From an optimization exercise on the open Yosys and OpenROAD flow, aimed at small area, a short achievable clock period and few clock cycles per item; shortcuts taken in it are not production practice. Power figures rest on the tool's default switching activity, not on a simulated workload.

==> flow/design.v <==
module cc_group_enc (
    input  wire        clk,
    input  wire        rst,
    input  wire        in_valid,
    output wire        in_ready,
    input  wire [15:0] in_res,
    input  wire        in_last,
    output wire        out_valid,
    input  wire        out_ready,
    output reg  [31:0] out_data,
    output reg  [5:0]  out_len,
    output reg         out_last
);
    localparam integer NR = 17;    
    localparam integer NT = NR+2;  
    localparam integer GQ = 4;     
    function automatic lt8(input [7:0] a, input [7:0] b);
        reg [7:0] g, e;
        reg [3:0] gl, el;
        integer t;
        begin
            g = ~a & b;
            e = ~(a ^ b);
            for (t = 0; t < 4; t = t + 1) begin
                gl[t] = g[2*t+1] | (e[2*t+1] & g[2*t]);
                el[t] = e[2*t+1] & e[2*t];
            end
            lt8 = gl[3] | (el[3] & gl[2]) | (el[3] & el[2] & gl[1]) | (el[3] & el[2] & el[1] & gl[0]);
        end
    endfunction
    function automatic [7:0] add8s(input [7:0] a, input [4:0] b);
        reg c;
        integer t;
        begin
            c = 1'b0;
            for (t = 0; t < 8; t = t + 1) begin
                if (t < 5) begin
                    add8s[t] = a[t] ^ b[t] ^ c;
                    c = (a[t] & b[t]) | (c & (a[t] ^ b[t]));
                end else begin
                    add8s[t] = a[t] ^ c;
                    c = a[t] & c;
                end
            end
            add8s = add8s | {8{c}};
        end
    endfunction
    function automatic [4:0] addk(input [3:0] q, input [3:0] c);
        reg cy;
        integer t;
        begin
            cy = 1'b0;
            for (t = 0; t < 4; t = t + 1) begin
                addk[t] = q[t] ^ c[t] ^ cy;
                cy = (q[t] & c[t]) | (cy & (q[t] ^ c[t]));
            end
            addk[4] = cy;
        end
    endfunction
    reg        rdy_q;
    reg        iv;
    reg [15:0] ires;
    reg        ilast;
    assign in_ready = rdy_q;
    always @(posedge clk) begin
        ires  <= in_res;
        ilast <= in_last;
        iv    <= in_valid & rdy_q & ~rst;
    end
    wire [15:0] u = ires[15] ? ~{ires[14:0], 1'b0} : {ires[14:0], 1'b0};
    reg [15:0] ring [0:NR-1];
    reg [4:0]  wr;             
    reg [4:0]  rd;             
    reg [4:0]  wcnt;           
    reg [4:0]  rcnt;           
    wire [4:0] occ = wcnt - rcnt;    
    reg [7:0]  cost [0:14];
    reg [7:0]  c15;            
    reg [4:0]  gn;             
    reg        gfirst;         
    reg        fin;            
    wire [19:0] uext = {4'd0, u};
    reg  [4:0]  len_k [0:14];
    integer k;
    always @(*) begin
        for (k = 0; k < 15; k = k + 1) begin
            len_k[k] = addk(uext[k +: 4], k) | {5{(uext >> (k + 4)) != 20'd0}};
        end
    end
    always @(posedge clk) begin
        if (rst) begin
            gfirst <= 1'b1;
            fin    <= 1'b0;
        end else begin
            fin <= iv & ilast;
            if (iv) gfirst <= ilast;
        end
        for (k = 0; k < 15; k = k + 1)
            cost[k] <= add8s(gfirst ? 8'd0 : cost[k], iv ? len_k[k] : 5'd0);
        c15 <= add8s(gfirst ? 8'd0 : c15, iv ? 5'd15 : 5'd0);
        gn <= (gfirst ? 5'd0 : gn) + {4'd0, iv};
        if (iv) ring[wr] <= u;
    end
    reg [7:0] cc  [0:15];
    reg [7:0] lv1c [0:7];
    reg [3:0] lv1k [0:7];
    reg [7:0] lv2c [0:3];
    reg [3:0] lv2k [0:3];
    reg [7:0] lv3c [0:1];
    reg [3:0] lv3k [0:1];
    reg [3:0] kbest;
    integer gg;
    always @(*) begin
        for (gg = 0; gg < 15; gg = gg + 1) cc[gg] = cost[gg];
        cc[15] = c15;
        for (gg = 0; gg < 8; gg = gg + 1) begin
            if (lt8(cc[2*gg+1], cc[2*gg])) begin lv1c[gg] = cc[2*gg+1]; lv1k[gg] = 2*gg+1; end
            else                           begin lv1c[gg] = cc[2*gg];   lv1k[gg] = 2*gg;   end
        end
        for (gg = 0; gg < 4; gg = gg + 1) begin
            if (lt8(lv1c[2*gg+1], lv1c[2*gg])) begin lv2c[gg] = lv1c[2*gg+1]; lv2k[gg] = lv1k[2*gg+1]; end
            else                               begin lv2c[gg] = lv1c[2*gg];   lv2k[gg] = lv1k[2*gg];   end
        end
        for (gg = 0; gg < 2; gg = gg + 1) begin
            if (lt8(lv2c[2*gg+1], lv2c[2*gg])) begin lv3c[gg] = lv2c[2*gg+1]; lv3k[gg] = lv2k[2*gg+1]; end
            else                               begin lv3c[gg] = lv2c[2*gg];   lv3k[gg] = lv2k[2*gg];   end
        end
        kbest = lt8(lv3c[1], lv3c[0]) ? lv3k[1] : lv3k[0];
    end
    reg [3:0] qk [0:3];
    reg [3:0] qn [0:3];
    reg [2:0] qh;              
    reg [2:0] qt;              
    wire [2:0] gq = qt - qh;   
    reg [1:0]  pc;             
    reg [15:0] pu;             
    reg [15:0] pb;             
    wire       pv = (pc != 2'd0);
    reg        ov;
    reg [3:0]  idx;            
    reg        first;          
    assign out_valid = ov;
    wire [3:0]  kh  = qk[qh[1:0]];
    wire [3:0]  nh  = qn[qh[1:0]];
    wire        k15 = (kh == 4'd15);
    wire [31:0] sr  = {pu, 16'd0} >> kh;            
    wire [15:0] hi  = sr[31:16];
    wire [15:0] lo  = sr[15:0];
    wire [3:0]  q   = hi[3:0];
    wire        esc = ~k15 & (|hi[15:4]);
    wire [47:0] rv  = {16'hFFFF, 1'b0, lo, 15'd0};
    wire [31:0] rc  = rv[47:0] >> q;                
    wire [4:0]  qk1 = {1'b0, q} + {1'b0, kh} + 5'd1;
    wire        honly = first & esc;
    reg  [31:0] beat;
    reg  [5:0]  blen;
    always @(*) begin
        if (honly) begin
            beat = {kh, 28'd0};
            blen = 6'd4;
        end else if (esc) begin
            beat = {16'hFFFF, pu};
            blen = 6'd32;
        end else if (k15) begin
            beat = first ? {4'hF, pu, 12'd0} : {pu, 16'd0};
            blen = first ? 6'd20 : 6'd16;
        end else begin
            beat = first ? {kh, rc[31:4]} : rc;
            blen = {1'b0, qk1} + (first ? 6'd4 : 6'd0);
        end
    end
    wire can    = pv & (gq != 3'd0);                
    wire send_a = can & ~honly;                     
    wire last_a = send_a & (idx == nh);             
    wire ld     = (occ != 5'd0) & (pc != 2'd2);
    wire [15:0] rdat = ring[rd];
    wire adv   = ~ov | out_ready;
    wire emit  = adv & can;
    wire take  = adv & send_a;
    wire glast = adv & last_a;
    always @(posedge clk) begin
        if (emit) begin
            out_data <= beat;
            out_len  <= blen;
            out_last <= last_a;
        end
        if (take | (pc == 2'd0))
            pu <= (pc == 2'd2) ? pb : rdat;
        if (~take & (pc == 2'd1))
            pb <= rdat;
    end
    wire [4:0] wr1 = (wr == NR - 1) ? 5'd0 : wr + 5'd1;
    wire [4:0] rd1 = (rd == NR - 1) ? 5'd0 : rd + 5'd1;
    wire [5:0] tot  = {1'b0, occ} + {4'd0, pc} + {5'd0, iv} + {5'd0, rdy_q};
    wire       s_nf = (tot + 6'd1 <= NT);           
    wire       s_f  = (tot <= NT);                  
    wire [3:0] gc   = {1'b0, gq} + {3'd0, fin} + {3'd0, iv & ilast};
    wire       g_a  = (gc + 4'd1 <= GQ);
    wire       g_b  = (gc + 4'd2 <= GQ);
    wire       tl   = in_valid & rdy_q & in_last;
    wire       rdy_s = send_a ? s_f : s_nf;
    wire       rdy_n = (adv ? rdy_s : s_nf) & (tl ? g_b : g_a);
    always @(posedge clk) begin
        if (rst) begin
            rdy_q <= 1'b1;
            wr    <= 5'd0;
            rd    <= 5'd0;
            wcnt  <= 5'd0;
            rcnt  <= 5'd0;
            qh    <= 3'd0;
            qt    <= 3'd0;
            pc    <= 2'd0;
            ov    <= 1'b0;
            idx   <= 4'd0;
            first <= 1'b1;
        end else begin
            rdy_q <= rdy_n;
            if (iv) begin
                wr   <= wr1;
                wcnt <= wcnt + 5'd1;
            end
            if (ld) begin
                rd   <= rd1;
                rcnt <= rcnt + 5'd1;
            end
            pc <= pc + {1'b0, ld} - {1'b0, take};
            if (fin) qt <= qt + 3'd1;
            if (glast) qh <= qh + 3'd1;
            if (adv) ov <= can;
            if (emit) first <= ~honly & last_a;
            if (take) idx <= last_a ? 4'd0 : idx + 4'd1;
        end
        if (fin) begin
            qk[qt[1:0]] <= kbest;
            qn[qt[1:0]] <= gn[3:0] - 4'd1;
        end
    end
endmodule
Settings: LEC_CHECK=0, CAP_MARGIN=20, CORE_MARGIN=2, CORE_UTILIZATION=40, SLEW_MARGIN=20; clock period 32.0 ns.
standard.sh (not shown) runs the stock make flow with config.mk's settings and CLKGATE_MAP_FILE= SYNTH_SCRIPT=/design/flow/synth_recipe.tcl, a recipe that flattens the netlist after the stock synthesis.
==> flow/flow/run.sh <==
#!/bin/bash
# Layout flow: the standard ORFS steps, with the port buffers sized for
# speed, setup repair aimed below the clock period by SETUP_SLACK_MARGIN,
# and a clock tree built from larger sink clusters without dummy loads.
# Each step's full output goes to a log of its own in this folder.
set -e
export BUFFER_PORTS_ARGS="-buffer_cell sky130_fd_sc_hd__buf_4"
export SETUP_SLACK_MARGIN=25
export CTS_ARGS="-sink_clustering_enable -repair_clock_nets -dont_use_dummy_load -sink_clustering_size 24 -sink_clustering_max_diameter 110"
for step in synth floorplan place cts route finish; do
    bash standard.sh $step > $step.log 2>&1
done
Then changed:
--- a/flow/design.v
+++ b/flow/design.v
@@ -14,19 +14,15 @@
     localparam integer NR = 17;    
     localparam integer NT = NR+2;  
     localparam integer GQ = 4;     
     function automatic lt8(input [7:0] a, input [7:0] b);
-        reg [7:0] g, e;
-        reg [3:0] gl, el;
+        reg br;
         integer t;
         begin
-            g = ~a & b;
-            e = ~(a ^ b);
-            for (t = 0; t < 4; t = t + 1) begin
-                gl[t] = g[2*t+1] | (e[2*t+1] & g[2*t]);
-                el[t] = e[2*t+1] & e[2*t];
-            end
-            lt8 = gl[3] | (el[3] & gl[2]) | (el[3] & el[2] & gl[1]) | (el[3] & el[2] & el[1] & gl[0]);
+            br = 1'b0;
+            for (t = 0; t < 8; t = t + 1)
+                br = (~a[t] & b[t]) | (~a[t] & br) | (b[t] & br);
+            lt8 = br;
         end
     endfunction
     function automatic [7:0] add8s(input [7:0] a, input [4:0] b);
         reg c;
Outcome: The changed run went through all stages and came out clean; final cell count shrinks by 6.5%; non-clock buffer count shrinks by 69; sequential power shrinks by about 1%; final area shrinks by 7.4%; utilization shrinks by 1.1 points; power shrinks by 16%; area after synthesis shrinks by 4.7%; clock-buffer cell count grows by 1; register-to-register slack gets better by 460 ps; clock skew shrinks by 14 ps.
Function was not checked in any run of this note: the RTL went through the layout flow alone.

==> port drivers added, routing unchanged <==
No port has a modelled driver above. Below, the same layouts with a new extraction and two added sets of constraints.
Step 1 sets driving cells, clkbuf_16 on the clock port and buf_2 on the other inputs (assumed; they add their load-dependent delay and slew).
Step 2, shift: input delay + t, output delay - t, t = (earliest + latest rising clock arrival at the registers) / 2. This alone moves slack from input paths to output paths.
Slacks: no drivers / after step 1 / after step 2; pairs: no drivers / after step 1.
run | t (ns) | slack for setup (ns) | worst slew at a driven data input, ns
the first run | 0.653 | 24.402 / 24.341 / 24.106 | 0.10
the second run | 0.648 | 24.417 / 24.357 / 24.099 | 0.09
After both steps setup and hold are still met in every run listed. The setup slack of the second run, which loses most, moves by -0.060 ns with the drivers and by -0.318 ns with both steps.
